This design comes from an exercise in tuning for small area, a short achievable clock period and few clock cycles on the open sky130 flow, not from production work.
The RTL was checked by simulation tests, not by an equivalence proof against the original design.
Power and IR drop assume default switching activity.

==> flow/design.v <==
module pvc_encoder (
    input  wire        clk,
    input  wire        rst,
    input  wire        in_valid,
    output reg         in_ready,
    input  wire [19:0] in_x,
    input  wire [19:0] in_last,
    input  wire [19:0] in_desc,
    input  wire        in_force,
    input  wire        in_eob,
    output reg         r_valid,
    output reg  [19:0] r_value,
    output reg         w_valid,
    input  wire        w_ready,
    output wire [19:0] w_data,
    output reg         w_last,
    output reg  [13:0] w_bits
);
    localparam integer T = 43;           
    localparam integer N = T + 24;       
    integer i;
    reg        v0, f0, e0;
    reg [19:0] x0, l0, d0;
    reg [6:0]  sxa0;                      
    reg [6:0]  sxb0;                      
    reg        v1, e1;
    reg [20:0] g1;                        
    reg [4:0]  s1;                        
    reg [4:0]  w1;                        
    reg        k1;                        
    reg [N-1:0] buffer;
    reg [6:0]   cnt;                      
    reg [2:0]   lastpos;                  
    reg         ok;                       
    reg [13:0]  bacc;                     
    reg         en0;                      
    wire en1 = !v1 || ok;                 
    wire ins = v1 && ok;
    always @(posedge clk) begin
        if (en0) begin
            x0 <= in_x;
            l0 <= in_last;
            d0 <= in_desc;
            f0 <= in_force;
            e0 <= in_eob;
            sxa0 <= {1'b0, in_x[5:0]} + {1'b0, ~in_last[5:0]} + 7'd1;
            sxb0 <= {1'b0, in_x[11:6]} + {1'b0, ~in_last[11:6]};
        end
    end
    wire [2:0]  mode  = d0[19:17];
    wire        sg    = d0[16];
    wire [3:0]  q     = d0[15:12];
    wire [11:0] dband = d0[11:0];
    wire m_ex = (mode == 3'd0);
    wire m_dl = (mode == 3'd1);
    wire m_bd = (mode == 3'd2);
    wire m_db = (mode == 3'd3);
    wire m_bb = !(m_ex | m_dl | m_bd | m_db);
    wire [11:0] qmask = ~(12'hfff << q);
    wire [11:0] half  = qmask & ~{1'b0, qmask[11:1]};
    reg [15:0] rbv, lsbv, stkv, all1v;
    always @* begin
        for (i = 0; i < 16; i = i + 1) begin
            rbv[i]   = (i >= 1 && i <= 12) ? x0[(i >= 1) ? i - 1 : 0] : 1'b0;
            lsbv[i]  = (i <= 12) ? x0[i] : 1'b0;
            stkv[i]  = (i >= 2 && i <= 12) ? |(x0[11:0] & ((12'd1 << ((i >= 1) ? i - 1 : 0)) - 12'd1)) : 1'b0;
            all1v[i] = (i <= 12) ? &(x0[18:0] | ((19'd1 << i) - 19'd1)) : 1'b0;
        end
    end
    wire [19:0] xo   = x0 | {8'd0, qmask};
    wire        rb   = rbv[q];
    wire        lsb  = lsbv[q];
    wire        stk  = stkv[q];
    wire        up   = rb & (stk | lsb);
    wire        clampblk = all1v[q] & (sg ? ~x0[19] : x0[19]);
    wire        up2  = up & ~clampblk;
    wire [19:0] inc  = xo + 20'd1;
    wire [19:0] vp   = up2 ? inc : (x0 & ~{8'd0, qmask});
    wire [6:0]  sxm  = sxb0 + {6'd0, sxa0[6]};
    wire [11:0] sxl0 = {sxm[5:0], sxa0[5:0]};
    wire        sxc0 = sxm[6];
    wire [8:0]  shi  = {sg & x0[19], x0[19:12]} + ~{sg & l0[19], l0[19:12]} + {8'd0, sxc0};
    wire [8:0]  ship = shi + 9'd1;
    wire [8:0]  shim = shi - 9'd1;
    wire [20:0] sx0  = {shi, sxl0};
    wire [11:0] xnl  = ~x0[11:0];
    wire [12:0] svul = {1'b0, sxl0} + {1'b0, qmask & xnl} + 13'd1;
    wire [12:0] svdl = {1'b0, sxl0} + {1'b0, xnl | ~qmask} + 13'd1;
    wire [20:0] svu  = {svul[12] ? ship : shi, svul[11:0]};
    wire [20:0] svd  = {svdl[12] ? shi : shim, svdl[11:0]};
    wire [20:0] sv   = up2 ? svu : svd;
    wire [19:0] dlt  = sx0[19:0];
    function automatic absgt(input [20:0] v, input [11:0] d);
        absgt = v[20] ? (~(&v[19:12]) | (~v[11:0] >= d))
                      : ((|v[19:12]) | (v[11:0] > d));
    endfunction
    wire        pass_x = absgt(sx0, dband);
    wire        pass_u = absgt(svu, dband);
    wire        pass_d = absgt(svd, dband);
    wire        pass   = f0 | (m_bb ? (up2 ? pass_u : pass_d) : pass_x);
    wire        keep   = !(m_db | m_bb) | pass;
    wire [19:0] dmag = dlt ^ {20{dlt[19]}};
    reg  [4:0]  n;
    always @* begin
        n = 5'd1;
        for (i = 0; i < 19; i = i + 1)
            if (dmag[i]) n = i[4:0] + 5'd2;
    end
    wire        dsmall = (dmag[18:14] == 5'd0);
    reg  [14:0] dmask;
    always @* begin
        dmask[0] = 1'b1;
        for (i = 1; i < 15; i = i + 1)
            dmask[i] = |(dmag[13:0] >> (i - 1));
    end
    reg [20:0] g;
    reg [4:0]  sa;
    reg [4:0]  w;
    always @* begin
        g = {1'b0, x0}; sa = 5'd12; w = 5'd20;
        if (m_dl) begin
            if (dsmall) begin
                g = {1'b0, dlt & {5'd0, dmask}, n[3:0]};
                w = n + 5'd4;
            end else begin
                sa = 5'd16;                   
                w = 5'd24;
            end
        end else if (m_bd) begin
            g = {1'b0, vp}; sa = 5'd12 - {1'b0, q}; w = 5'd20 - {1'b0, q};
        end else if (m_db) begin
            g = {x0, 1'b1};
            w = 5'd21;
        end else if (m_bb) begin
            g = {1'b0, vp | {8'd0, half}};
            sa = 5'd13 - {1'b0, q};
            w = 5'd21 - {1'b0, q};
        end
    end
    wire [19:0] r = keep ? ((m_bd | m_bb) ? vp : x0) : l0;
    always @(posedge clk) begin
        r_value <= r;
        if (en1) begin
            g1 <= g;
            s1 <= sa;
            w1 <= w;
            k1 <= keep;
            e1 <= e0;
        end
    end
    wire [6:0]    sh    = cnt + {2'd0, s1};
    wire [20:0]   g1g   = g1 & {21{ins & k1}};
    wire [4:0]    wk    = k1 ? w1 : 5'd1;
    wire [N+32:0] big   = {{N{1'b0}}, g1g, 12'd0} << sh;
    wire [N-1:0]  insv  = big[N+23:24];
    wire [N-1:0]  b1    = buffer | insv;
    wire [N-1:0]  bsh   = w_valid ? {20'd0, b1[N-1:20]} : b1;
    wire [N-1:0]  bnext = w_ready ? bsh : b1;
    wire [6:0]    csum  = cnt + {2'd0, wk};
    wire [2:0]    cw    = (csum > 7'd60) ? 3'd4 : (csum > 7'd40) ? 3'd3 :
                          (csum > 7'd20) ? 3'd2 : 3'd1;
    wire [6:0]    cround = (csum > 7'd60) ? 7'd80 : (csum > 7'd40) ? 7'd60 :
                           (csum > 7'd20) ? 7'd40 : 7'd20;
    wire          eins  = ins && e1;
    wire [6:0]    c1    = ins ? (e1 ? cround : csum) : cnt;
    wire [2:0]    lp1   = eins ? cw : lastpos;
    wire          v1next = en1 ? v0 : v1;
    wire          e1next = en1 ? e0 : e1;
    wire [6:0]    c1e   = c1 - 7'd20;
    wire [2:0]    lp1e  = (lp1 != 3'd0) ? lp1 - 3'd1 : 3'd0;
    wire          ok_n  = (c1 <= T) && !(e1next && (lp1 != 3'd0));
    wire          ok_e  = (c1e <= T) && !(e1next && (lp1e != 3'd0));
    wire [6:0]    cnext = w_ready ? (w_valid ? c1e : c1) : c1;
    wire [2:0]    lpnext = w_ready ? (w_valid ? lp1e : lp1) : lp1;
    wire          oknext = w_ready ? (w_valid ? ok_e : ok_n) : ok_n;
    wire          wv_n  = (c1 >= 7'd20);
    wire          wv_e  = w_valid ? (c1e >= 7'd20) : wv_n;
    wire          wl_n  = (lp1 == 3'd1);
    wire          wl_e  = w_valid ? (lp1e == 3'd1) : wl_n;
    wire          v0next = in_ready ? in_valid : v0;
    assign w_data = buffer[19:0];
    wire [13:0]   bsum  = bacc + {9'd0, wk};
    always @(posedge clk) begin
        if (eins)
            w_bits <= bsum;
    end
    always @(posedge clk) begin
        if (rst) begin
            v0       <= 1'b0;
            v1       <= 1'b0;
            in_ready <= 1'b0;
            en0      <= 1'b1;
            ok       <= 1'b1;
            buffer   <= {N{1'b0}};
            cnt      <= 7'd0;
            lastpos  <= 3'd0;
            w_valid  <= 1'b0;
            w_last   <= 1'b0;
            bacc     <= 14'd0;
            r_valid  <= 1'b0;
        end else begin
            v0       <= v0next;
            v1       <= v1next;
            ok       <= oknext;
            in_ready <= !v0next || !v1next || oknext;
            en0      <= !(v0next && v1next && !oknext);
            r_valid  <= v0 && en1;
            buffer   <= bnext;
            cnt      <= cnext;
            lastpos  <= lpnext;
            w_valid  <= w_ready ? wv_e : wv_n;
            w_last   <= w_ready ? wl_e : wl_n;
            if (ins)
                bacc <= e1 ? 14'd0 : bsum;
        end
    end
endmodule
==> flow/flow/run.sh <==
#!/bin/bash
# ORFS layout through the standard.sh. The synthesis keeps the standard
# register inference and only maps the logic differently (settings in
# flow/synth_knobs.txt, one per line); setup repair then aims below the clock
# period (flow/knobs.txt). The SDC is unchanged.
set -euo pipefail
cd "$(dirname "$0")/.."
mapfile -t SKNOBS < flow/synth_knobs.txt
mapfile -t KNOBS < flow/knobs.txt
bash standard.sh "${SKNOBS[@]}" synth > synth.log 2>&1
bash standard.sh "${KNOBS[@]}" finish > layout.log 2>&1
==> flow/flow/knobs.txt <==
SETUP_SLACK_MARGIN=13.0
BUFFER_PORTS_ARGS=-buffer_cell sky130_fd_sc_hd__buf_2
==> flow/flow/synth_knobs.txt <==
ADDER_MAP_FILE=
SYNTH_OPERATIONS_ARGS=-noshare
==> flow/standard.sh <==
#!/bin/bash
# synth_recipe.tcl (not shown) runs the flow's synth.tcl, then flattens the netlist and writes it again
# the make line also repeats each setting of config.mk as NAME=value (left out here)
make -C /OpenROAD-flow-scripts/flow DESIGN_CONFIG=/design/flow/config.mk WORK_HOME=/design/flow/orfs CLKGATE_MAP_FILE= SYNTH_SCRIPT=/design/flow/synth_recipe.tcl "${@:-finish}"
==> flow/config.mk <==
export PLATFORM = sky130hd
export DESIGN_NAME = pvc_encoder
export DESIGN_NICKNAME = pvc_encoder
export VERILOG_FILES = /design/flow/design.v
export SDC_FILE = /design/flow/constraint.sdc
export NUM_CORES = 4
export LEC_CHECK = 0
export ABC_AREA = 1
export CAP_MARGIN = 20
export CORE_MARGIN = 2
export CORE_UTILIZATION = 40
export CTS_BUF_LIST = sky130_fd_sc_hd__clkbuf_8
export CTS_CLUSTER_SIZE = 30
export SLEW_MARGIN = 20
==> flow/constraint.sdc <==
create_clock -name core_clock -period 18.0 [get_ports {clk}]
set_input_delay 3.6000 -clock core_clock [delete_from_list [all_inputs] [get_ports {clk}]]
set_output_delay 3.6000 -clock core_clock [all_outputs]
set_load 0.01 [all_outputs]
==> impl_metrics.toml, run 1 <==
[clock_tree]
cts.sinks = 242
clk_latency_ns = 0.63
hold_buffers = 0
path_clk_slew_ns = 0.06
cts_buffer_depth = 3
tritoncts = "built"
cts_buffers = 44
cts-root-buf = "clkbuf_8"
htreeDepth = 2

[yosys]
ys_ff_latch = 242
synth_ff_type = "edfxtp_1"
synth_area_um2 = 17500
ys_seq_area_share_pct = 34.8
ys_types = 72
synthCells = 2613
synthArstFlopShare_pct = 0
ys_warn_count = 1
syn_area_per_cell_um2 = 6.68
synth_edf_count = 122
syn_nets = 2679

[placed_design]
portBuffers = 123
gp_congestion = 0.967
postPlaceCellArea_um2 = 18300
hpwl_um = 42700
dp_cells = 3218

[timing]
finalMaxSlewViolations = 0
fin_crit_sh_pct = 26.2
worstMarginPinSlew_ns = 1.07
fin_crit_ns = 4.72
tns_ns = 0
slew_headroom_pct = 28.5
final_hold_viol_count = 0
finalSetupViolations = 0
fmax_mhz = 212
rsz0062_at_grt = "no"
skew_ns = 0.0666
timing.hold.ws_ns = 0.464

[worst_setup_path]
path_buf_inv = 1
rrSetupSlack_ns = 13.44
path_delay_family = "flip-flops"
crit_chain = "buf_2"
critPathSlowestCell = "edfxtp_1"
required_ns = 14.40
worstPathArrival_ns = 1.12
end_kind = "output port"
crit_end = "w_bits[11]"
r2r_end = "g1[3]"
critPathKind = "reg2out"
worstPathMaxFanout = 1
rr_worst_depth = 16
reg2reg_from = "x0[14]"
worstSetupPathDepth = 1
startpoint = "w_bits[11]"
startpoint_type = "flop"
max_stage_delay_ns = 0.36

[detailed_routing]
met1_length_um = 23700
wl_met3_um = 3290
vias_per_cell = 5.36
vias = 17700
wl_met2_um = 27300
drtAntennaViolNets = 0
drc = 0
routed_wl_um = 55900
drtIter0Drc = 1446
first_pass_iters = 8
wire_per_inst_um = 16.9
top_layer_used = "met4"

[global_route]
grt_pass1_vias = 16700
antenna_found_initial = 1
grt.total_usage_pct = 24.8
grt_pass1_wl_um = 88800
grt_max_degree = 53
grt-ovfl-total = 0

[hold_path]
whs_path_depth = 2
hold_path_class = "reg2reg"

[job]
maxCapViolations = 0

[cells_and_area]
final_common_cell = "nand2_1"
final_cell_mix = "694 x nand2_1, 328 x inv_1, 261 x nor2_1, 242 x o21ai_0, 175 x nand3_1"
fin_area_um2 = 19300
fin_nets = 2754
diodes = 0
drive_above_1_share_pct = 12.0
finalNonFillerCells = 3304
post-route-util_pct = 44.9
area_delta_synth_final_pct = 10.8

[die]
fp-row-count = 76
io_pins = 124
start_util_pct = 40.5
die_area_um2 = 45300
coreArea_um2 = 43100
die_x_um = 213
dieHeight_um = 213

[power]
p_leak_nw = 8.98
ir_worst_vdd_uv = 73.2
power.density_nw_per_um2 = 106

[status]
outcome = "finished clean"
## worst min path at each step
stage | endpoint | slack, ns | startpoint
after floorplan | buffer[60] | 0.44 | buffer[60]
after global placement | buffer[60] | 0.44 | buffer[60]
after detailed placement | buffer[60] | 0.46 | buffer[60]
after CTS | bacc[8] | 0.47 | bacc[8]
after global routing | buffer[60] | 0.48 | buffer[60]
final | bacc[10] | 0.46 | bacc[10]
## layer usage
metal  GRT usage (%)  vias to the layer above
li1                -                     8785
met1            31.1                     8248
met2            44.2                      561
met3            3.25                      111
met4            7.69                        0
met5               0                        -
## Yosys cell counts (6+ instances only)
master,n,area [um^2]
buf_6,6,67.6
a221oi_1,7,61.3
nor3_1,46,230
a31oi_1,17,106
o21ai_1,12,60.1
xor2_1,50,438
o221ai_1,9,78.8
buf_1,8,30.0
a22oi_1,10,75.1
nor2_1,263,987
mux2i_1,12,120
nand2_1,695,2610
nor2_2,10,62.6
inv_1,312,1170
xnor2_1,17,149
clkinv_1,10,37.5
buf_4,25,188
o211ai_1,34,255
edfxtp_1,122,3660
nand2_2,18,113
a21oi_1,83,415
o21ai_0,242,1210
nand4_1,18,113
inv_2,16,60.1
buf_2,6,30.0
o22ai_1,37,231
nand3_2,7,70.1
a31o_2,7,61.3
nand3_1,175,876
o21bai_1,18,135
clkbuf_1,75,282
dfxtp_1,120,2400
o31ai_1,8,60.1
o311ai_0,11,96.3
nand3b_1,7,52.6
or2_2,31,194
## kinds of logic after synthesis
logic type               count (synthesis)  share of synthesized area [%]
adder cells (fa/ha/maj)                  3                          0.172
AO/OA/AOI/OAI                          531                           18.2
AND/OR/NAND/NOR                       1295                           31.6
flip-flops                             242                           34.8
buffers and inverters                  458                           10.7
XOR/XNOR                                72                           3.83
multiplexers                            12                          0.688
## registers in the layout, summed over array words and instances, names as in the netlist, 7 cells and up
register	cells
bacc	14
buffer	67
cnt	7
d0	20
g1	21
l0	20
r_value	20
sxa0	7
sxb0	7
w_bits	14
x0	20
## stage by stage
stage	power (mW)	setup WS [ns]
after detailed placement	1.50	12.19
after global placement	1.49	12.23
after floorplan	1.30	13.03
final	2.06	13.28
after global routing	2.20	12.96
after CTS	2.06	13.11
## report_power, final
part	switching, mW	internal (mW)
combinational	0.548	0.253
sequential	0.0498	0.658
clock	0.238	0.311
total	0.836	1.22
## area by class of cell
cell class | instances | area (um^2)
Timing Repair Buffer | 148 | 803
Multi-Input combinational cell | 1913 | 9540
Inverter | 338 | 1270
Tap cell | 585 | 732
Timing Repair inverter | 1 | 5.00
Sequential cell | 242 | 6070
Clock inverter | 27 | 226
Clock buffer | 50 | 688
Fill cell | 4501 | 23700
## timing repair
action	4_1_cts	5_1_grt
buffers inserted	2	6
resized for setup	2	5
setup endpoints to repair	35	37
gates cloned	0	1
Testbench counts, summed over its fixed seeds: cycles 33,907.
==> inputs of run 2 (changes only) <==
==> flow/flow/knobs.txt (replaced) <==
SETUP_SLACK_MARGIN=13.0
BUFFER_PORTS_ARGS=-buffer_cell sky130_fd_sc_hd__buf_2
CTS_ARGS=-sink_clustering_enable -repair_clock_nets -sink_clustering_size 20 -sink_clustering_max_diameter 80 -buf_list sky130_fd_sc_hd__clkbuf_16 -dont_use_dummy_load
--- a/flow/config.mk
+++ b/flow/config.mk
@@ -9,6 +9,4 @@
 export CAP_MARGIN = 20
 export CORE_MARGIN = 2
 export CORE_UTILIZATION = 40
-export CTS_BUF_LIST = sky130_fd_sc_hd__clkbuf_8
-export CTS_CLUSTER_SIZE = 30
 export SLEW_MARGIN = 20
==> run 2 against run 1 <==
  * Largest power group unchanged
  * Synthesized cell count unchanged
  * Largest cell class unchanged
  * Worst hold slack worse by 0.012 ns
  * Critical path depth is 4 higher
  * Highest routed layer unchanged
  * Critical endpoint is now buffer[24]
  * Synthesized area unchanged
  * Power is 7.9% lower
==> impl_metrics.toml, run 2 <==
[yosys]
synthTopCellsByCount = "695 x nand2_1, 312 x inv_1, 263 x nor2_1"
synth_compound_area_share_pct = 18.2
synthSimpleGateAreaFrac_pct = 31.6
ys_warn_count = 1
synth_area_um2 = 17500
synth_ff_type = "edfxtp_1"
muxShareOfSynthArea_pct = 0.688
synth_xor_area_share_pct = 3.83
ys_seq_area_share_pct = 34.8
synth_most_common_cell = "nand2_1"
synthCells = 2613
synth_edf_count = 122
synth.area.top_cells = "edfxtp_1 21%, nand2_1 15%, dfxtp_1 14%"
ys_ff_latch = 242
ys_types = 72
synthAdderAreaFrac_pct = 0.172
syn_area_per_cell_um2 = 6.68
synth_top_family_by_area = "simple AND/OR/NAND/NOR gates"
synth_top_area_share_pct = 21.0
synthArstFlopShare_pct = 0
yosys.area.top_type = "edfxtp_1"
syn_nets = 2679

[global_route]
antenna_found_initial = 1
met3_usage_pct = 2.62
busiest_layer = "met2"
grt_pass1_wl_um = 88200
grt.total_usage_pct = 24.5
use_met1_pct = 31.3
grt_max_degree = 53
grt_pass1_vias = 16500
grt-ovfl-total = 0
grt_use_met2_pct = 44.3

[timing]
timing.hold.ws_ns = 0.453
finalMaxSlewViolations = 0
finalSetupViolations = 0
tns_ns = 0
fin_crit_ns = 4.80
skew_ns = 0.0447
worst_slack_ns = 13.20
fmax_mhz = 208
worstMarginPinSlew_ns = 1.06
slew_headroom_pct = 29.0
rsz0062_at_grt = "no"
fin_crit_sh_pct = 26.7
final_hold_viol_count = 0

[detailed_routing]
drtAntennaViolNets = 0
vias = 17500
drtIter0Drc = 1386
routed_wl_um = 55500
wire_per_inst_um = 17.1
drc = 0
first_pass_iters = 6
vias_per_cell = 5.40

[clock_tree]
cts_buffers = 20
clk_latency_ns = 0.55
cts-root-buf = "clkbuf_16"
cts.sinks = 242
cts_buffer_depth = 3
htreeDepth = 1
path_clk_slew_ns = 0.06
tritoncts = "built"
hold_buffers = 0

[die]
fp-row-count = 76
die_x_um = 213
coreArea_um2 = 43100
start_util_pct = 40.5
die_area_um2 = 45300
dieHeight_um = 213
io_pins = 124

[worst_setup_path]
worstPathMaxFanout = 37
r2r_end = "w1[3]"
path_buf_inv = 3
crit_end = "buffer[24]"
critPathKind = "in2reg"
startpoint_type = "primary input"
required_ns = 18.37
worstSetupPathDepth = 5
startpoint = "rst"
critPathSlowestCell = "buf_2"
reg2reg_from = "x0[12]"
crit_chain = "buf_2 -> inv_1 -> nand2_1 -> buf_4 -> o22ai_1"
rr_worst_depth = 19
path_delay_family = "buffers and inverters"
end_kind = "flop"
worstPathArrival_ns = 5.17
max_stage_delay_ns = 0.45
rrSetupSlack_ns = 13.41

[hold_path]
hold_path_class = "reg2reg"

[power]
p_total_mw = 1.90
power.density_nw_per_um2 = 100
p_leak_nw = 8.70
ir_worst_vdd_uv = 76.2

[placed_design]
gp_congestion = 0.967
hpwl_um = 42700
dp_slack_ns = 12.19
portBuffers = 123

[cells_and_area]
n_fill_cell = 4508
drive_above_1_share_pct = 10.8
diodes = 0
regMostFlops = "buffer"
largest_reg_flops = 67
multiInputGateArea_um2 = 9540
final_cell_mix = "694 x nand2_1, 311 x inv_1, 261 x nor2_1, 242 x o21ai_0, 175 x nand3_1"
final_common_cell = "nand2_1"
top_regs = "buffer x67, g1 x21"
fin_nets = 2729
post-route-util_pct = 43.9
area_delta_synth_final_pct = 8.45
seq_area_um2 = 6070

[status]
outcome = "finished clean"

[job]
maxCapViolations = 0
## run 2: worst min path at each step
stage                          start          to  slack (ns)  depth (start not counted)
after floorplan           buffer[60]  buffer[60]        0.44                          2
after global placement    buffer[60]  buffer[60]        0.44                          2
after detailed placement  buffer[60]  buffer[60]        0.46                          2
after CTS                 buffer[56]  buffer[36]        0.45                          2
after global routing      buffer[60]  buffer[60]        0.48                          2
final                     buffer[56]  buffer[36]        0.45                          2
## run 2: routing by layer
| layer | share of wire (%) | wire length (um) |
|---|---|---|
| met1 | 43 | 23700 |
| met4 | 2.6 | 1430 |
| met3 | 5.4 | 3000 |
| met2 | 49 | 27300 |
| met5 | 0 | 0 |
## run 2: timing repair
action	in CTS	in global routing
cloned	0	1
setup endpoints to repair	59	38
gates resized for setup	2	6
buffers inserted	2	5
## run 2: per-stage QoR
step,cells,instance area [um^2]
floorplan,2613,17500
detailed placement,3218,18300
global route,3246,18900
CTS,3240,18900
finish,3246,18900
global placement,3218,18300
## run 2: layout make-up
class	count	share of cell area, %
clock buffer	20	2.64
tap	585	3.87
inverter	338	6.74
sequential	242	32.1
timing repair buffer	147	4.20
timing repair inverter	1	0.0397
multi-input combinational	1913	50.4
## run 2: report_power, final
| part | internal (mW) | switching (mW) |
|---|---|---|
| clock | 0.196 | 0.193 |
| sequential | 0.657 | 0.0496 |
| combinational | 0.252 | 0.548 |
## run 2: worst register-to-register path: cells and delay by family (launching register included)
kind                   cells  cell delay (ns)
AND/OR/NAND/NOR           12             1.91
XOR/XNOR                   2             0.78
AO/OA/AOI/OAI              2             0.61
flip-flops                 1             0.55
buffers and inverters      3             0.49
## run 2: cells by family after synthesis
logic type | Yosys count
multiplexers | 12
XOR/XNOR | 72
AO/OA/AOI/OAI | 531
buffers and inverters | 458
adder cells (fa/ha/maj) | 3
AND/OR/NAND/NOR | 1295
flip-flops | 242
==> inputs of run 3 (changes only) <==
--- a/flow/design.v
+++ b/flow/design.v
@@ -153,7 +153,7 @@
     wire [4:0]    wk    = k1 ? w1 : 5'd1;
     wire [N+32:0] big   = {{N{1'b0}}, g1g, 12'd0} << sh;
     wire [N-1:0]  insv  = big[N+23:24];
-    wire [N-1:0]  b1    = buffer | insv;
+    wire [N-1:0]  b1    = (cnt == 7'd0) ? insv : (buffer | insv);
     wire [N-1:0]  bsh   = w_valid ? {20'd0, b1[N-1:20]} : b1;
     wire [N-1:0]  bnext = w_ready ? bsh : b1;
     wire [6:0]    csum  = cnt + {2'd0, wk};
@@ -183,6 +183,7 @@
     always @(posedge clk) begin
         if (eins)
             w_bits <= bsum;
+        buffer <= bnext;
     end
     always @(posedge clk) begin
         if (rst) begin
@@ -191,7 +192,6 @@
             in_ready <= 1'b0;
             en0      <= 1'b1;
             ok       <= 1'b1;
-            buffer   <= {N{1'b0}};
             cnt      <= 7'd0;
             lastpos  <= 3'd0;
             w_valid  <= 1'b0;
@@ -205,7 +205,6 @@
             in_ready <= !v0next || !v1next || oknext;
             en0      <= !(v0next && v1next && !oknext);
             r_valid  <= v0 && en1;
-            buffer   <= bnext;
             cnt      <= cnext;
             lastpos  <= lpnext;
             w_valid  <= w_ready ? wv_e : wv_n;
==> flow/flow/knobs.txt (replaced) <==
SETUP_SLACK_MARGIN=13.4
BUFFER_PORTS_ARGS=-buffer_cell sky130_fd_sc_hd__buf_2
CTS_ARGS=-sink_clustering_enable -repair_clock_nets -sink_clustering_size 20 -sink_clustering_max_diameter 80 -buf_list sky130_fd_sc_hd__clkbuf_16 -dont_use_dummy_load
==> run 3 against run 2 <==
  * Power up 5.1%
  * Maximum frequency up 2.6%
  * Sequential share of layout area down 0.49 points
  * Critical path type is now reg2out
  * Largest cell class unchanged
==> impl_metrics.toml, run 3 <==
[timing]
final_hold_viol_count = 0
fmax_mhz = 214
finalSetupViolations = 0
fin_crit_sh_pct = 26.0
rsz0062_at_grt = "yes"
finalMaxSlewViolations = 0
worstMarginPinSlew_ns = 0.979
tns_ns = 0
skew_ns = 0.0628
slew_headroom_pct = 34.2
fin_crit_ns = 4.68

[clock_tree]
hold_buffers = 0
cts_buffer_depth = 3
tritoncts = "built"
cts.sinks = 242
path_clk_slew_ns = 0.08
htreeDepth = 1
clk_latency_ns = 0.55
cts-root-buf = "clkbuf_16"
cts_buffers = 20

[yosys]
synth_edf_count = 122
synth_ff_type = "edfxtp_1"
ys_types = 64
ys_ff_latch = 242
syn_area_per_cell_um2 = 6.67
synthArstFlopShare_pct = 0
yosys.area.top_type = "edfxtp_1"
synthTopCellsByCount = "738 x nand2_1, 305 x inv_1, 235 x o21ai_0"
synth.area.top_cells = "edfxtp_1 21%, nand2_1 16%, dfxtp_1 14%"
ys_warn_count = 1
synth_top_area_share_pct = 21.1
synthCells = 2604
synth_area_um2 = 17400
syn_nets = 2670
synth_most_common_cell = "nand2_1"
ys_seq_area_share_pct = 34.9

[worst_setup_path]
path_delay_family = "flip-flops"
startpoint_type = "flop"
worstPathMaxFanout = 1
reg2reg_from = "x0[10]"
crit_chain = "buf_2"
critPathSlowestCell = "edfxtp_1"
required_ns = 14.40
critPathKind = "reg2out"
startpoint = "w_bits[2]"
end_kind = "output port"
worstPathArrival_ns = 1.08
path_buf_inv = 1
max_stage_delay_ns = 0.37

[die]
dieHeight_um = 212
die_area_um2 = 45100
die_x_um = 212
start_util_pct = 40.4
fp-row-count = 76
io_pins = 124
coreArea_um2 = 43000

[hold_path]
hold_path_class = "reg2reg"
holdCritStartpoint = "l0[5]"

[cells_and_area]
diodes = 0
n_fill_cell = 4502
largest_reg_flops = 67
final_common_cell = "nand2_1"
final_cell_mix = "734 x nand2_1, 302 x inv_1, 234 x o21ai_0, 219 x nor2_1, 197 x nand3_1"
area_delta_synth_final_pct = 11.6
regMostFlops = "buffer"
drive_above_1_share_pct = 12.9
fin_nets = 2730
top_regs = "buffer x67, g1 x21"

[power]
p_total_mw = 1.99
power.density_nw_per_um2 = 103
ir_worst_vdd_uv = 65.8
p_leak_nw = 8.86

[global_route]
antenna_found_initial = 0
grt-ovfl-total = 0
grt_max_degree = 73
grt_pass1_wl_um = 84900
grt.total_usage_pct = 23.8
grt_pass1_vias = 16400

[detailed_routing]
first_pass_iters = 7
drtIter0Drc = 1349
routed_wl_um = 54100
wire_per_inst_um = 16.7
vias = 17300
vias_per_cell = 5.34
drc = 0
drtAntennaViolNets = 0

[placed_design]
portBuffers = 123
gp_congestion = 0.980
hpwl_um = 41200

[status]
outcome = "finished clean"

[job]
maxCapViolations = 0
-- run 3: area by class of cell --
cell class	count	area [um^2]	area share [%]
Clock buffer	20	500	2.58
Timing Repair Buffer	165	1160	6.00
Inverter	330	1260	6.49
Sequential cell	242	6120	31.6
Multi-Input combinational cell	1905	9600	49.6
Tap cell	585	732	3.78
-- run 3: repair_timing --
| item | in CTS | in global routing |
|---|---|---|
| endpoints found under the setup margin | 103 | 118 |
| pin swaps | 0 | 5 |
| gates resized for setup | 66 | 34 |
| setup buffers | 15 | 12 |
| endpoints found under the hold margin | 0 | 0 |
-- run 3: final timing paths --
path | cells past startpoint | slack (ns) | endpoint
hold / removal | 2 | 0.47 | r_value[5]
setup / recovery | 1 | 13.32 | w_bits[2]
hold reg to reg | 2 | 0.47 | r_value[5]
setup reg to reg | 14 | 13.80 | g1[3]
-- run 3: worst min-delay path: cells and delay by family, from the launching register on --
family	cells	cell delay, ns
flip-flops	1	0.33
AND/OR/NAND/NOR	2	0.13
-- run 3: logic make-up after synthesis --
family / Yosys count / share of synthesized area (%)
AND/OR/NAND/NOR: 1300 / 31.9
AO/OA/AOI/OAI: 514 / 17.6
buffers and inverters: 457 / 10.7
flip-flops: 242 / 34.9
XOR/XNOR: 71 / 3.67
multiplexers: 14 / 0.807
adder cells (fa/ha/maj): 6 / 0.360
-- run 3: per-layer routing --
layer  part of all wire, %  vias up  GRT usage (%)
met3                   5.6      128           3.88
met5                     0        -              0
met4                   4.9        0           10.8
met1                    42     7990           28.0
met2                    48      509           42.4
li1                      -     8711              -
-- run 3: report_power, final --
group          total [mW]  leakage, nW  internal, mW  switching (mW)
Sequential          0.730         2.27         0.673          0.0567
Combinational       0.871         6.35         0.297           0.573
Clock               0.393        0.246         0.196           0.197
Total                1.99         8.86          1.17           0.827
-- run 3: metrics by stage --
| step | hold slack [ns] | setup slack (ns) | area, um^2 | cells | util (%) |
|---|---|---|---|---|---|
| after global routing | 0.498 | 13.27 | 19400 | 3247 | 45.1 |
| after global placement | 0.454 | 12.55 | 18300 | 3200 | 42.5 |
| after floorplan | 0.442 | 13.08 | 17400 | 2604 | - |
| final | 0.469 | 13.32 | 19400 | 3247 | 45.1 |
| after CTS | 0.474 | 13.28 | 19100 | 3235 | 44.5 |
| after detailed placement | 0.459 | 12.54 | 18300 | 3200 | 42.5 |
Testbench counts of run 3, summed over its fixed seeds: cycles 33,907.
==> inputs of run 4 (changes only) <==
==> flow/flow/knobs.txt (replaced) <==
SETUP_SLACK_MARGIN=13.0
BUFFER_PORTS_ARGS=-buffer_cell sky130_fd_sc_hd__buf_2
CTS_ARGS=-sink_clustering_enable -repair_clock_nets -sink_clustering_size 20 -sink_clustering_max_diameter 80 -buf_list sky130_fd_sc_hd__clkbuf_16 -dont_use_dummy_load
==> run 4 against run 3 <==
  * Routed wire length down 1.4%
  * Non-clock buffer count shrank 15
  * Critical path depth up 11
  * Highest routed layer unchanged
==> impl_metrics.toml, run 4 <==
[status]
outcome = "finished clean"

[die]
dieHeight_um = 212
die_area_um2 = 45100
io_pins = 124
coreArea_um2 = 43000
start_util_pct = 40.4
fp-row-count = 76
die_x_um = 212

[yosys]
synth_ff_type = "edfxtp_1"
synth_area_um2 = 17400
ys_ff_latch = 242
syn_area_per_cell_um2 = 6.67
synthArstFlopShare_pct = 0
synth_edf_count = 122
synth.area.top_cells = "edfxtp_1 21%, nand2_1 16%, dfxtp_1 14%"
ys_warn_count = 1
ys_types = 64
yosys.area.top_type = "edfxtp_1"
synthTopCellsByCount = "738 x nand2_1, 305 x inv_1, 235 x o21ai_0"
synthCells = 2604
synth_most_common_cell = "nand2_1"
syn_nets = 2670
ys_seq_area_share_pct = 34.9
synth_top_area_share_pct = 21.1

[worst_setup_path]
worstPathArrival_ns = 5.31
critPathSlowestCell = "buf_12"
rr_worst_depth = 23
max_stage_delay_ns = 0.26
crit_chain = "buf_2 -> nand2_2 -> buf_12 -> inv_1 -> buf_6 -> nor2_1 -> o21ai_0 -> o21ai_0 -> nand2_1 -> o21ai_1 -> nand2_1 -> a21oi_1"
critPathKind = "in2reg"
required_ns = 18.46
startpoint_type = "primary input"
end_kind = "flop"
worstPathMaxFanout = 69

[power]
p_seq_share_pct = 37.1
power.density_nw_per_um2 = 103
p_leak_nw = 8.72
p_clk_share_pct = 20.6
p_comb_share_pct = 42.3
ir_worst_vdd_uv = 76.9
p_int_mw = 1.13
switching_power_mw = 0.811
p_total_mw = 1.94
swShare_pct = 41.8

[timing]
timing.hold.ws_ns = 0.471
fin_crit_sh_pct = 27.0
rsz0062_at_grt = "no"
finalMaxSlewViolations = 0
worstMarginPinSlew_ns = 1.07
slew_headroom_pct = 28.1
worst_slack_ns = 13.14
final_hold_viol_count = 0
fin_crit_ns = 4.86
tns_ns = 0
finalSetupViolations = 0
skew_ns = 0.0479
fmax_mhz = 206

[clock_tree]
clk_latency_ns = 0.55
htreeDepth = 1
cts.sinks = 242
cts-root-buf = "clkbuf_16"
tritoncts = "built"
cts_buffers = 21
cts_buffer_depth = 3
path_clk_slew_ns = 0.08

[hold_path]
hold_path_class = "reg2reg"
whs_path_depth = 2

[cells_and_area]
top_regs = "buffer x67, g1 x21"
final_common_cell = "nand2_1"
diodes = 0
fin_nets = 2716
area_delta_synth_final_pct = 8.80
n_fill_cell = 4581
drive_above_1_share_pct = 10.3
final_cell_mix = "737 x nand2_1, 304 x inv_1, 235 x o21ai_0, 224 x nor2_1, 197 x nand3_1"
fin_area_um2 = 18900
largest_reg_flops = 67
regMostFlops = "buffer"

[detailed_routing]
vias_per_cell = 5.35
wire_per_inst_um = 16.5
drtIter0Drc = 1404
drc = 0
routed_wl_um = 53400
drtAntennaViolNets = 0
first_pass_iters = 5
vias = 17300

[global_route]
antenna_found_initial = 0
grt.total_usage_pct = 23.5
grt_max_degree = 70
grt_pass1_wl_um = 83700
grt-ovfl-total = 0
grt_pass1_vias = 16100

[placed_design]
portBuffers = 123
gp_congestion = 0.974
postPlaceCellArea_um2 = 18200
hpwl_um = 41100
dp_slack_ns = 12.21

[job]
maxCapViolations = 0
## run 4: changes by cell type in the layout (fill, tap and decap cells not counted), sizes merged
cell	before	now
clkinv	9	11
clkinvlp	3	1
buf	165	150
clkbuf	20	21
## run 4: final timing paths
path | start | end | slack (ns)
min | bacc[6] | bacc[6] | 0.47
max reg2reg | d0[15] | r_value[19] | 13.42
min reg2reg | bacc[6] | bacc[6] | 0.47
max | w_ready | in_ready | 13.14
## run 4: what timing repair did
action / CTS / global route
hold buffers: 0 / 0
resized for setup: 2 / 4
endpoints found under the setup margin: 3 / 26
setup buffers: 0 / 13
## run 4: per-stage QoR
stage	utilization, %	std cells
after floorplan	-	2604
after global placement	42.4	3199
after detailed placement	42.4	3199
after CTS	43.6	3220
after global routing	43.9	3233
final	43.9	3233
## run 4: power by group through the flow
stage	logic (mW)	registers (mW)	clock network (mW)
global route	0.931	0.729	0.432
global placement	0.794	0.732	0
detailed placement	0.807	0.733	0
floorplan	0.626	0.711	0
CTS	0.811	0.721	0.416
finish	0.820	0.720	0.400
## run 4: final cells by class
cell class	instances	area [um^2]	share of cell area, %
multi-input combinational	1905	9490	50.2
sequential	242	6070	32.1
inverter	330	1240	6.58
timing repair buffer	150	835	4.42
tap	585	732	3.87
clock buffer	21	526	2.78
## run 4: routing by layer
layer / GRT usage, % / vias up / wire length, um
li1: - / 8690 / -
met1: 28.2 / 7980 / 22300
met2: 41.6 / 511 / 25700
met3: 3.60 / 115 / 2970
met4: 9.91 / 0 / 2350
met5: 0 / - / 0
## run 4: cell families (layout without fill, tap and decap cells)
group           count (synthesis)  after routing  share of synthesized area (%)
compound gates                514            514                           17.6
xor+xnor                       71             71                           3.67
fa+ha+maj                       6              6                          0.360
buf+inv                       457            501                           10.7
flops                         242            242                           34.9
mux                            14             14                          0.807
simple gates                 1300           1300                           31.9
## run 4: worst max-delay path: cells and delay by family
kind            cells  cell delay, ns
simple gates        4            0.43
buf+inv             4            0.82
compound gates      4            0.38
==> inputs of run 5 (changes only) <==
==> flow/flow/knobs.txt (replaced) <==
SETUP_SLACK_MARGIN=13.2
BUFFER_PORTS_ARGS=-buffer_cell sky130_fd_sc_hd__buf_2
CTS_ARGS=-sink_clustering_enable -repair_clock_nets -sink_clustering_size 20 -sink_clustering_max_diameter 80 -buf_list sky130_fd_sc_hd__clkbuf_16 -dont_use_dummy_load
==> run 5 against run 4 <==
  * Sequential cell count did not move
  * Critical path depth down 11
  * Power fell by 0.23%
  * Critical endpoint is now w_data[14]
  * Still clean on timing, DRC and antenna
==> impl_metrics.toml, run 5 <==
[status]
outcome = "finished clean"

[detailed_routing]
vias = 17300
vias_per_cell = 5.36
drc = 0
drtIter0Drc = 1458
routed_wl_um = 53500
wire_per_inst_um = 16.5
drtAntennaViolNets = 0
first_pass_iters = 6

[cells_and_area]
final_cell_mix = "737 x nand2_1, 303 x inv_1, 235 x o21ai_0, 224 x nor2_1, 197 x nand3_1"
final_common_cell = "nand2_1"
diodes = 0
area_delta_synth_final_pct = 9.02
top_regs = "buffer x67, g1 x21"
n_fill_cell = 4562
regMostFlops = "buffer"
post-route-util_pct = 44.0
fin_nets = 2719
largest_reg_flops = 67
drive_above_1_share_pct = 10.5

[worst_setup_path]
startpoint_type = "flop"
path_delay_family = "flip-flops"
critPathKind = "reg2out"
end_kind = "output port"
max_stage_delay_ns = 0.41
required_ns = 14.40
path_buf_inv = 1
critPathSlowestCell = "dfxtp_1"
reg2reg_from = "d0[19]"
worstPathMaxFanout = 2
crit_chain = "buf_2"
startpoint = "buffer[14]"
worstPathArrival_ns = 1.13

[clock_tree]
cts_buffer_depth = 3
htreeDepth = 1
hold_buffers = 0
clk_latency_ns = 0.55
cts_buffers = 20
path_clk_slew_ns = 0.08
cts.sinks = 242
cts-root-buf = "clkbuf_16"
tritoncts = "built"

[timing]
slew_headroom_pct = 26.1
worstMarginPinSlew_ns = 1.10
skew_ns = 0.0665
fmax_mhz = 212
rsz0062_at_grt = "no"
finalMaxSlewViolations = 0
fin_crit_sh_pct = 26.3
tns_ns = 0
finalSetupViolations = 0
final_hold_viol_count = 0
fin_crit_ns = 4.73

[yosys]
ys_ff_latch = 242
syn_nets = 2670
ys_types = 64
syn_area_per_cell_um2 = 6.67
synth.area.top_cells = "edfxtp_1 21%, nand2_1 16%, dfxtp_1 14%"
ys_warn_count = 1
synth_area_um2 = 17400
synthCells = 2604
ys_seq_area_share_pct = 34.9
yosys.area.top_type = "edfxtp_1"
synth_ff_type = "edfxtp_1"
synth_top_area_share_pct = 21.1
synthTopCellsByCount = "738 x nand2_1, 305 x inv_1, 235 x o21ai_0"
synthArstFlopShare_pct = 0
synth_edf_count = 122
synth_most_common_cell = "nand2_1"

[power]
p_leak_nw = 8.73
p_seq_share_pct = 37.2
ir_worst_vdd_uv = 84.8
p_clk_share_pct = 20.1
switching_power_mw = 0.813
swShare_pct = 42.0
p_comb_share_pct = 42.7
power.density_nw_per_um2 = 102
p_int_mw = 1.12

[global_route]
grt-ovfl-total = 0
use_met1_pct = 29.2
busiest_layer = "met2"
grt.total_usage_pct = 23.5
grt_max_degree = 71
grt_pass1_wl_um = 84500
antenna_found_initial = 0
grt_pass1_vias = 16100
grt_use_met2_pct = 42.3
met3_usage_pct = 3.09

[die]
die_x_um = 212
dieHeight_um = 212
start_util_pct = 40.4
die_area_um2 = 45100
coreArea_um2 = 43000
fp-row-count = 76
io_pins = 124

[hold_path]
holdCritStartpoint = "l0[5]"
hold_path_class = "reg2reg"

[job]
maxCapViolations = 0

[placed_design]
hpwl_um = 41000
portBuffers = 123
gp_congestion = 0.963
run 5: cell count changes in the layout (fill, tap and decap cells not counted), sizes merged:
cell	previous run	this run
buf	150	152
clkinvlp	1	3
inv	318	317
run 5: cells by family after synthesis:
group	after synthesis	synth area share [%]
XOR/XNOR	71	3.67
buffers and inverters	457	10.7
flip-flops	242	34.9
AND/OR/NAND/NOR	1300	31.9
adder cells (fa/ha/maj)	6	0.360
multiplexers	14	0.807
AO/OA/AOI/OAI	514	17.6
run 5: worst register-to-register path: cells and delay by family, from the launching register on:
kind	cells	cell delay, ns
and+or+nand+nor	4	1.57
DFF	1	1.00
AOI/OAI and AO/OA	2	0.24
buffers and inverters	2	1.27
run 5: final cells by class:
class | count | area, um^2 | share of cell area (%)
multi-input cells | 1905 | 9500 | 50.2
clock buffers | 20 | 500 | 2.64
flip-flops and latches | 242 | 6070 | 32.1
well taps | 585 | 732 | 3.87
inverters | 330 | 1250 | 6.58
repair buffers | 153 | 871 | 4.60
repair inverters | 1 | 5.00 | 0.0264
run 5: repair_timing:
item                                    CTS  global route
endpoints found under the setup margin   41            54
pin swaps                                 0             0
buffers inserted                          1            13
cloned                                    1             1
resized for setup                         3             5
run 5: final timing paths:
| path | end | slack, ns | cells after the start |
|---|---|---|---|
| setup / recovery | w_data[14] | 13.27 | 1 |
| hold / removal | r_value[5] | 0.47 | 2 |
| setup reg to reg | g1[1] | 13.63 | 8 |
| hold reg to reg | r_value[5] | 0.47 | 2 |
run 5: routing by layer:
metal | routed length [um] | part of all wire, %
met1 | 22600 | 42
met2 | 26400 | 49
met3 | 2890 | 5.4
met4 | 1690 | 3.2
met5 | 0 | 0
run 5: stage by stage:
step / hold WS, ns / total power, mW / area (um^2) / setup WS [ns] / instances
5_1_grt: 0.495 / 2.08 / 18900 / 13.22 / 3236
4_1_cts: 0.471 / 1.94 / 18800 / 13.19 / 3221
3_5_place_dp: 0.460 / 1.54 / 18200 / 11.86 / 3199
2_1_floorplan: 0.442 / 1.34 / 17400 / 13.06 / 2604
3_3_place_gp: 0.452 / 1.53 / 18200 / 11.87 / 3199
6_report: 0.465 / 1.94 / 18900 / 13.27 / 3236
run 5: power by group through the flow:
stage	sequential (mW)	clock (mW)	combinational, mW
2_1_floorplan	0.711	0	0.626
3_3_place_gp	0.734	0	0.795
3_5_place_dp	0.734	0	0.807
4_1_cts	0.723	0.404	0.812
5_1_grt	0.729	0.422	0.933
6_report	0.721	0.389	0.826
==> inputs of run 6 (changes only) <==
--- a/flow/config.mk
+++ b/flow/config.mk
@@ -8,5 +8,6 @@
 export ABC_AREA = 1
 export CAP_MARGIN = 20
 export CORE_MARGIN = 2
-export CORE_UTILIZATION = 40
+export CORE_UTILIZATION = 55
+export PLACE_DENSITY = 0.7
 export SLEW_MARGIN = 20
==> run 6 against run 5 <==
  * Still clean on timing, DRC and antenna
  * Non-clock buffer count unchanged
  * Sequential share of layout area up 0.53 points
  * Critical path depth unchanged
  * Register-to-register slack worse by 0.08 ns
  * Combinational power about the same
  * Maximum frequency up 0.21%
  * Worst setup slack better by 0.0099 ns
  * Synthesized cell count unchanged
  * Global-route usage up 7.6 points
  * First-iteration DRC count down 3.1%
  * Critical endpoint unchanged
  * Highest routed layer unchanged
==> impl_metrics.toml, run 6 <==
[timing]
fin_crit_sh_pct = 26.2
final_hold_viol_count = 0
finalMaxSlewViolations = 0
finalSetupViolations = 0
rsz0062_at_grt = "no"
skew_ns = 0.0688
worst_slack_ns = 13.28
slew_headroom_pct = 33.8
worstMarginPinSlew_ns = 0.989
fmax_mhz = 212
timing.hold.ws_ns = 0.470
fin_crit_ns = 4.72
tns_ns = 0

[placed_design]
gp_congestion = 0.985
portBuffers = 123
hpwl_um = 40100
dp_cells = 3018
postPlaceCellArea_um2 = 18000
dp_slack_ns = 12.50

[power]
p_seq_share_pct = 37.7
switching_power_mw = 0.806
ir_worst_vdd_uv = 90.8
power.density_nw_per_um2 = 103
p_leak_nw = 8.69
p_comb_share_pct = 43.2
p_clk_share_pct = 19.1
p_total_mw = 1.91
swShare_pct = 42.2
p_int_mw = 1.10

[detailed_routing]
vias_per_cell = 5.73
drtIter0Drc = 1413
wire_per_inst_um = 17.2
vias = 17500
first_pass_iters = 6
drtAntennaViolNets = 0
routed_wl_um = 52400
drc = 0

[yosys]
synthCells = 2604
synth_most_common_cell = "nand2_1"
syn_nets = 2670
syn_area_per_cell_um2 = 6.67
synthArstFlopShare_pct = 0
synth_area_um2 = 17400
synth.area.top_cells = "edfxtp_1 21%, nand2_1 16%, dfxtp_1 14%"
ys_types = 64
ys_ff_latch = 242
synth_top_area_share_pct = 21.1
ys_warn_count = 1
synth_edf_count = 122
muxShareOfSynthArea_pct = 0.807
synthAdderAreaFrac_pct = 0.360
yosys.area.top_type = "edfxtp_1"
synthSimpleGateAreaFrac_pct = 31.9
ys_seq_area_share_pct = 34.9
synthTopCellsByCount = "738 x nand2_1, 305 x inv_1, 235 x o21ai_0"
synth_compound_area_share_pct = 17.6
synth_top_family_by_area = "simple AND/OR/NAND/NOR gates"
synth_xor_area_share_pct = 3.67
synth_ff_type = "edfxtp_1"

[global_route]
grt_pass1_vias = 16300
antenna_found_initial = 0
grt-ovfl-total = 0
grt_pass1_wl_um = 82700
grt.total_usage_pct = 31.1
grt_max_degree = 70

[hold_path]
whs_path_depth = 2
hold_path_class = "reg2reg"

[cells_and_area]
fin_area_um2 = 18600
largest_reg_flops = 67
post-route-util_pct = 59.5
seq_area_um2 = 6070
diodes = 0
multiInputGateArea_um2 = 9500
finalNonFillerCells = 3050
regMostFlops = "buffer"
top_regs = "buffer x67, g1 x21"
final_cell_mix = "737 x nand2_1, 303 x inv_1, 235 x o21ai_0, 223 x nor2_1, 197 x nand3_1"
final_common_cell = "nand2_1"
n_fill_cell = 3102
fin_nets = 2716
drive_above_1_share_pct = 10.4
area_delta_synth_final_pct = 7.23

[worst_setup_path]
worstSetupPathDepth = 1
required_ns = 14.40
max_stage_delay_ns = 0.42
critPathKind = "reg2out"
rr_worst_depth = 14
critPathSlowestCell = "dfxtp_1"
path_buf_inv = 1
path_delay_family = "flip-flops"
worstPathArrival_ns = 1.12
startpoint_type = "flop"
crit_chain = "buf_2"
end_kind = "output port"
worstPathMaxFanout = 2

[clock_tree]
tritoncts = "built"
htreeDepth = 1
path_clk_slew_ns = 0.08
cts.sinks = 242
clk_latency_ns = 0.53
cts_buffers = 18
hold_buffers = 0
cts-root-buf = "clkbuf_16"
cts_buffer_depth = 3

[status]
outcome = "finished clean"

[die]
coreArea_um2 = 31300
die_x_um = 182
fp-row-count = 65
die_area_um2 = 33000
io_pins = 124
start_util_pct = 55.4
dieHeight_um = 182

[job]
maxCapViolations = 0
-- run 6: cell counts after synthesis --
Identical to the previous run, type by type.
-- run 6: cell type report --
class | count | area share, %
Clock buffer | 18 | 2.42
Inverter | 330 | 6.65
Multi-Input combinational cell | 1905 | 51.0
Sequential cell | 242 | 32.6
Tap cell | 402 | 2.70
Timing Repair Buffer | 153 | 4.59
-- run 6: power by group through the flow --
stage | Sequential (mW) | Clock, mW | Combinational [mW]
CTS | 0.721 | 0.373 | 0.809
finish | 0.720 | 0.364 | 0.825
global placement | 0.732 | 0 | 0.786
global route | 0.727 | 0.386 | 0.928
floorplan | 0.711 | 0 | 0.626
detailed placement | 0.733 | 0 | 0.805
-- run 6: cells by family after synthesis --
group	count (synthesis)
compound gates	514
xor+xnor	71
fa+ha+maj	6
buf+inv	457
flops	242
mux	14
simple gates	1300
-- run 6: metal layers --
layer,vias up,share of wire (%),track usage [%]
li1,8690,-,-
met1,8079,40,37.0
met2,596,50,56.7
met3,115,5.1,2.71
met4,0,4.9,14.6
met5,-,0,0
-- run 6: timing repair --
action | in CTS | in global routing
buffers inserted | 0 | 14
hold endpoints to repair | 0 | 0
setup endpoints to repair | 3 | 48
pin swaps | 0 | 0
resized for setup | 2 | 8
-- run 6: final timing paths --
kind	from	to	slack, ns
setup / recovery	buffer[14]	w_data[14]	13.28
hold / removal	bacc[7]	bacc[7]	0.47
setup reg to reg	x0[10]	g1[5]	13.55
hold reg to reg	bacc[7]	bacc[7]	0.47
==> inputs of run 7 (changes only) <==
==> flow/flow/knobs.txt (replaced) <==
SETUP_SLACK_MARGIN=13.2
BUFFER_PORTS_ARGS=-buffer_cell sky130_fd_sc_hd__buf_2
--- a/flow/config.mk
+++ b/flow/config.mk
@@ -8,6 +8,7 @@
 export ABC_AREA = 1
 export CAP_MARGIN = 20
 export CORE_MARGIN = 2
-export CORE_UTILIZATION = 55
-export PLACE_DENSITY = 0.7
+export CORE_UTILIZATION = 40
+export CTS_BUF_LIST = sky130_fd_sc_hd__clkbuf_8
+export CTS_CLUSTER_SIZE = 30
 export SLEW_MARGIN = 20
==> run 7 against run 6 <==
  * Register-to-register slack improved by 0.05 ns
  * Synthesized area did not move
  * Sequential cell count did not move
  * Cell count rose by 8.1%
  * Clock power rose by 43%
  * Sequential share of layout area fell by 1.1 points
==> impl_metrics.toml, run 7 <==
[placed_design]
hpwl_um = 41000
portBuffers = 123
gp_congestion = 0.963

[hold_path]
hold_path_class = "reg2reg"

[global_route]
grt_pass1_wl_um = 85500
grt_pass1_vias = 16400
grt-ovfl-total = 0
grt.total_usage_pct = 24.0
antenna_found_initial = 0
grt_max_degree = 71

[power]
p_total_mw = 2.07
switching_power_mw = 0.867
power.density_nw_per_um2 = 107
p_clk_share_pct = 25.1
p_comb_share_pct = 39.9
swShare_pct = 42.0
p_seq_share_pct = 35.0
p_int_mw = 1.20
p_leak_nw = 8.98
ir_worst_vdd_uv = 57.6

[worst_setup_path]
worstPathArrival_ns = 1.15
critPathKind = "reg2out"
path_delay_family = "flip-flops"
critPathSlowestCell = "edfxtp_1"
crit_chain = "buf_2"
max_stage_delay_ns = 0.37
startpoint_type = "flop"
end_kind = "output port"
required_ns = 14.40
worstPathMaxFanout = 1
path_buf_inv = 1

[timing]
tns_ns = 0
slew_headroom_pct = 21.8
skew_ns = 0.0617
fin_crit_sh_pct = 26.4
finalMaxSlewViolations = 0
rsz0062_at_grt = "yes"
fmax_mhz = 210
finalSetupViolations = 0
worstMarginPinSlew_ns = 1.16
fin_crit_ns = 4.75
final_hold_viol_count = 0

[yosys]
synthCells = 2604
synthTopCellsByCount = "738 x nand2_1, 305 x inv_1, 235 x o21ai_0"
ys_ff_latch = 242
ys_seq_area_share_pct = 34.9
yosys.area.top_type = "edfxtp_1"
ys_types = 64
synth.area.top_cells = "edfxtp_1 21%, nand2_1 16%, dfxtp_1 14%"
synth_area_um2 = 17400
synth_edf_count = 122
syn_nets = 2670
ys_warn_count = 1
synth_top_area_share_pct = 21.1
syn_area_per_cell_um2 = 6.67
synth_most_common_cell = "nand2_1"
synth_ff_type = "edfxtp_1"
synthArstFlopShare_pct = 0

[cells_and_area]
n_fill_cell = 4569
final_cell_mix = "737 x nand2_1, 323 x inv_1, 235 x o21ai_0, 225 x nor2_1, 197 x nand3_1"
drive_above_1_share_pct = 11.8
diodes = 0
fin_nets = 2743
largest_reg_flops = 67
final_common_cell = "nand2_1"
top_regs = "buffer x67, g1 x21"
regMostFlops = "buffer"
post-route-util_pct = 44.8
area_delta_synth_final_pct = 11.0

[detailed_routing]
first_pass_iters = 5
drtAntennaViolNets = 0
routed_wl_um = 54000
drc = 0
vias_per_cell = 5.31
vias = 17500
drtIter0Drc = 1440
wire_per_inst_um = 16.4

[clock_tree]
path_clk_slew_ns = 0.06
cts.sinks = 242
htreeDepth = 2
clk_latency_ns = 0.65
tritoncts = "built"
cts_buffers = 45
cts_buffer_depth = 3
cts-root-buf = "clkbuf_8"

[die]
die_area_um2 = 45100
dieHeight_um = 212
start_util_pct = 40.4
coreArea_um2 = 43000
fp-row-count = 76
io_pins = 124
die_x_um = 212

[job]
maxCapViolations = 0

[status]
outcome = "finished clean"
## run 7: cell counts after synthesis
No cell type changed its count.
## run 7: worst paths after layout
check                           startpoint          to  slack (ns)  cells after the start
worst min register to register       l0[5]  r_value[5]        0.42                      2
worst max register to register      d0[19]       g1[1]       13.60                      8
worst min-delay path                 l0[5]  r_value[5]        0.42                      2
worst max-delay path             w_bits[3]   w_bits[3]       13.25                      1
## run 7: metrics by stage
stage / setup slack (ns) / cells / area, um^2 / hold WS [ns]
finish: 13.25 / 3296 / 19300 / 0.424
global route: 13.19 / 3296 / 19300 / 0.484
CTS: 13.18 / 3282 / 19100 / 0.425
detailed placement: 11.86 / 3199 / 18200 / 0.460
global placement: 11.87 / 3199 / 18200 / 0.452
floorplan: 13.06 / 2604 / 17400 / 0.442
## run 7: cell families (layout without fill, tap and decap cells)
logic type | count (synthesis) | count (layout) | share of synthesized area (%)
buf+inv | 457 | 564 | 10.7
xor+xnor | 71 | 71 | 3.67
mux | 14 | 14 | 0.807
flops | 242 | 242 | 34.9
fa+ha+maj | 6 | 6 | 0.360
simple gates | 1300 | 1300 | 31.9
compound gates | 514 | 514 | 17.6
## run 7: layer usage
layer  global-route usage, %  wire (um)
met2                    42.4      26400
met5                       0          0
met1                    29.1      22500
met4                    10.1       2080
met3                    3.50       3020
## run 7: power by group through the flow
stage	logic, mW	clock network (mW)	registers, mW
2_1_floorplan	0.626	0	0.711
3_3_place_gp	0.795	0	0.734
3_5_place_dp	0.807	0	0.734
4_1_cts	0.812	0.537	0.724
5_1_grt	0.931	0.556	0.731
6_report	0.823	0.519	0.723
## run 7: area by class of cell
cell class | instances | area, um^2 | share of cell area [%]
clock buffers | 50 | 688 | 3.57
repair inverters | 1 | 7.51 | 0.0390
well taps | 585 | 732 | 3.80
inverters | 330 | 1250 | 6.47
repair buffers | 152 | 846 | 4.39
clock inverters | 31 | 176 | 0.916
flip-flops and latches | 242 | 6070 | 31.5
multi-input cells | 1905 | 9500 | 49.3
## run 7: what timing repair did
action                     CTS  global route
cloned                       1             0
setup endpoints to repair   43            47
setup buffers                1            13
hold buffers                 0             0
resized for setup            3             8
==> inputs of run 8 (changes only) <==
==> flow/flow/knobs.txt (replaced) <==
SETUP_SLACK_MARGIN=13.2
BUFFER_PORTS_ARGS=-buffer_cell sky130_fd_sc_hd__buf_2
CTS_ARGS=-sink_clustering_enable -repair_clock_nets -sink_clustering_size 16 -sink_clustering_max_diameter 70 -buf_list sky130_fd_sc_hd__clkbuf_8 -dont_use_dummy_load
--- a/flow/config.mk
+++ b/flow/config.mk
@@ -9,6 +9,4 @@
 export CAP_MARGIN = 20
 export CORE_MARGIN = 2
 export CORE_UTILIZATION = 40
-export CTS_BUF_LIST = sky130_fd_sc_hd__clkbuf_8
-export CTS_CLUSTER_SIZE = 30
 export SLEW_MARGIN = 20
==> run 8 against run 7 <==
  * Still clean
  * Cell count is 1.7% lower
  * Worst setup slack better by 0.023 ns
  * First-iteration DRC count is 2.5% higher
  * Non-clock buffer count stayed put
  * Synthesized cell count stayed put
  * Global-route usage is 0.42 points lower
  * Critical path depth stayed put
  * Via count is 1.1% lower
  * Critical path type unchanged
  * Critical endpoint is now w_bits[6]
  * Largest cell class unchanged
==> impl_metrics.toml, run 8 <==
[global_route]
grt-ovfl-total = 0
grt.total_usage_pct = 23.6
grt_pass1_wl_um = 84600
grt_max_degree = 71
antenna_found_initial = 0
grt_pass1_vias = 16100

[timing]
finalMaxSlewViolations = 0
finalSetupViolations = 0
final_hold_viol_count = 0
fmax_mhz = 211
fin_crit_sh_pct = 26.3
rsz0062_at_grt = "yes"
worst_slack_ns = 13.27
skew_ns = 0.0733
tns_ns = 0
slew_headroom_pct = 25.5
worstMarginPinSlew_ns = 1.11
fin_crit_ns = 4.73

[placed_design]
portBuffers = 123
dp_slack_ns = 11.86
dp_cells = 3199
hpwl_um = 41000
gp_congestion = 0.963

[clock_tree]
path_clk_slew_ns = 0.10
cts_buffers = 24
htreeDepth = 1
cts.sinks = 242
clk_latency_ns = 0.61
cts_buffer_depth = 3
tritoncts = "built"
cts-root-buf = "clkbuf_8"

[worst_setup_path]
worstPathArrival_ns = 1.13
startpoint_type = "flop"
worstPathMaxFanout = 1
rrSetupSlack_ns = 13.64
path_buf_inv = 1
end_kind = "output port"
r2r_end = "g1[1]"
required_ns = 14.40
worstSetupPathDepth = 1
rr_worst_depth = 8
startpoint = "w_bits[6]"
path_delay_family = "flip-flops"
reg2reg_from = "d0[19]"
crit_chain = "buf_2"
crit_end = "w_bits[6]"
critPathKind = "reg2out"
critPathSlowestCell = "edfxtp_1"
max_stage_delay_ns = 0.38

[die]
fp-row-count = 76
start_util_pct = 40.4
dieHeight_um = 212
io_pins = 124
die_area_um2 = 45100
die_x_um = 212
coreArea_um2 = 43000

[yosys]
syn_area_per_cell_um2 = 6.67
ys_ff_latch = 242
ys_types = 64
synth_top_area_share_pct = 21.1
synth_most_common_cell = "nand2_1"
synth_area_um2 = 17400
synthArstFlopShare_pct = 0
syn_nets = 2670
synthCells = 2604
ys_seq_area_share_pct = 34.9
synthTopCellsByCount = "738 x nand2_1, 305 x inv_1, 235 x o21ai_0"
synth_ff_type = "edfxtp_1"
ys_warn_count = 1
synth.area.top_cells = "edfxtp_1 21%, nand2_1 16%, dfxtp_1 14%"
yosys.area.top_type = "edfxtp_1"
synth_edf_count = 122

[power]
switching_power_mw = 0.803
p_int_mw = 1.05
swShare_pct = 43.4
ir_worst_vdd_uv = 55.3
p_comb_share_pct = 44.6
power.density_nw_per_um2 = 98.6
p_clk_share_pct = 16.3
p_total_mw = 1.85
p_seq_share_pct = 39.1
p_leak_nw = 8.64

[hold_path]
hold_path_class = "reg2reg"

[cells_and_area]
regMostFlops = "buffer"
fin_nets = 2722
largest_reg_flops = 67
final_common_cell = "nand2_1"
area_delta_synth_final_pct = 7.96
top_regs = "buffer x67, g1 x21"
finalNonFillerCells = 3239
drive_above_1_share_pct = 10.8
diodes = 0
final_cell_mix = "737 x nand2_1, 303 x inv_1, 235 x o21ai_0, 225 x nor2_1, 197 x nand3_1"
post-route-util_pct = 43.6

[detailed_routing]
drtAntennaViolNets = 0
first_pass_iters = 6
wire_per_inst_um = 16.5
vias = 17300
vias_per_cell = 5.34
drc = 0
drtIter0Drc = 1476
routed_wl_um = 53400

[job]
maxCapViolations = 0

[status]
outcome = "finished clean"
run 8: layout make-up:
class                   instances  area [um^2]
clock buffers                  24          330
fillers                      4594        24200
flip-flops and latches        242         6080
repair inverters                1         7.51
multi-input cells            1905         9510
repair buffers                152          846
inverters                     330         1250
well taps                     585          732
run 8: worst min path at each step:
stage               start  slack, ns          end  cells after the start
6_report            l0[0]       0.47   r_value[0]                      2
5_1_grt             l0[0]       0.49   r_value[0]                      2
4_1_cts             l0[0]       0.47   r_value[0]                      2
3_5_place_dp       l0[10]       0.46  r_value[10]                      2
3_3_place_gp        l0[8]       0.45   r_value[8]                      2
2_1_floorplan  buffer[47]       0.44   buffer[47]                      2
run 8: metal layers:
layer / track usage [%] / vias up / wire length [um]
li1: - / 8686 / -
met1: 29.0 / 8045 / 22500
met5: 0 / - / 0
met2: 42.3 / 481 / 26200
met3: 3.44 / 95 / 3020
met4: 7.55 / 0 / 1720
run 8: power groups by stage:
stage,Clock (mW),Sequential [mW],Combinational (mW)
2_1_floorplan,0,0.711,0.626
3_3_place_gp,0,0.734,0.795
3_5_place_dp,0,0.734,0.807
4_1_cts,0.320,0.723,0.812
5_1_grt,0.338,0.731,0.931
6_report,0.301,0.723,0.824
run 8: worst reg2reg max path: cells and delay by family, from the launching register on:
| family | cells | cell delay (ns) |
|---|---|---|
| simple gates | 4 | 1.55 |
| buf+inv | 2 | 1.29 |
| flops | 1 | 1.02 |
| compound gates | 2 | 0.24 |
run 8: kinds of logic (layout without fill, tap and decap cells):
family	count (synthesis)	in the layout	synth area share [%]
mux	14	14	0.807
fa+ha+maj	6	6	0.360
simple gates	1300	1300	31.9
compound gates	514	514	17.6
buf+inv	457	507	10.7
xor+xnor	71	71	3.67
flops	242	242	34.9
run 8: what timing repair did:
item	4_1_cts	5_1_grt
hold buffers	0	0
setup endpoints to repair	45	47
gates cloned	1	0
buffers inserted	1	13
gates resized for setup	6	9
run 8: stage by stage:
stage | hold slack, ns | cell area, um^2
3_5_place_dp | 0.460 | 18200
2_1_floorplan | 0.442 | 17400
3_3_place_gp | 0.452 | 18200
6_report | 0.466 | 18700
5_1_grt | 0.489 | 18700
4_1_cts | 0.474 | 18600

port drivers added, routing unchanged:
Ports are ideal in the flow. The routed layouts listed here were re-timed in OpenROAD. Step 1, drivers: a clkbuf_16 drives clk and a buf_2 each remaining input, both assumed. Step 2 moves the port delays by t, midway between the first and last clock arrival at a register: inputs arrive t later, outputs are due t later. That takes back most of the time a late clock gives input paths. a / b / c = ideal ports / drivers / drivers and shift; a / b = the first two.
run	t (ns)	setup WS [ns]	worst setup path after step 2	worst register clock-pin slew, ns	cell pins on the clock port's net
run 1	0.652	13.278 / 13.228 / 12.672	input to register	0.07 / 0.07	1
run 2	0.573	13.202 / 13.229 / 12.656	input to register	0.08 / 0.08	1
run 3	0.581	13.322 / 13.267 / 12.900	input to register	0.09 / 0.09	1
run 4	0.574	13.143 / 13.172 / 12.598	input to register	0.08 / 0.08	1
run 5	0.572	13.275 / 13.222 / 12.759	input to register	0.09 / 0.09	1
run 6	0.547	13.285 / 13.231 / 12.819	input to register	0.09 / 0.09	1
run 7	0.669	13.247 / 13.195 / 12.663	input to register	0.07 / 0.07	1
run 8	0.627	13.269 / 13.220 / 12.672	input to register	0.11 / 0.11	1
After both steps every run listed still meets setup and hold. For run 1, which loses most, drivers alone change the setup slack by -0.050 ns; drivers and shift together by -0.606 ns.
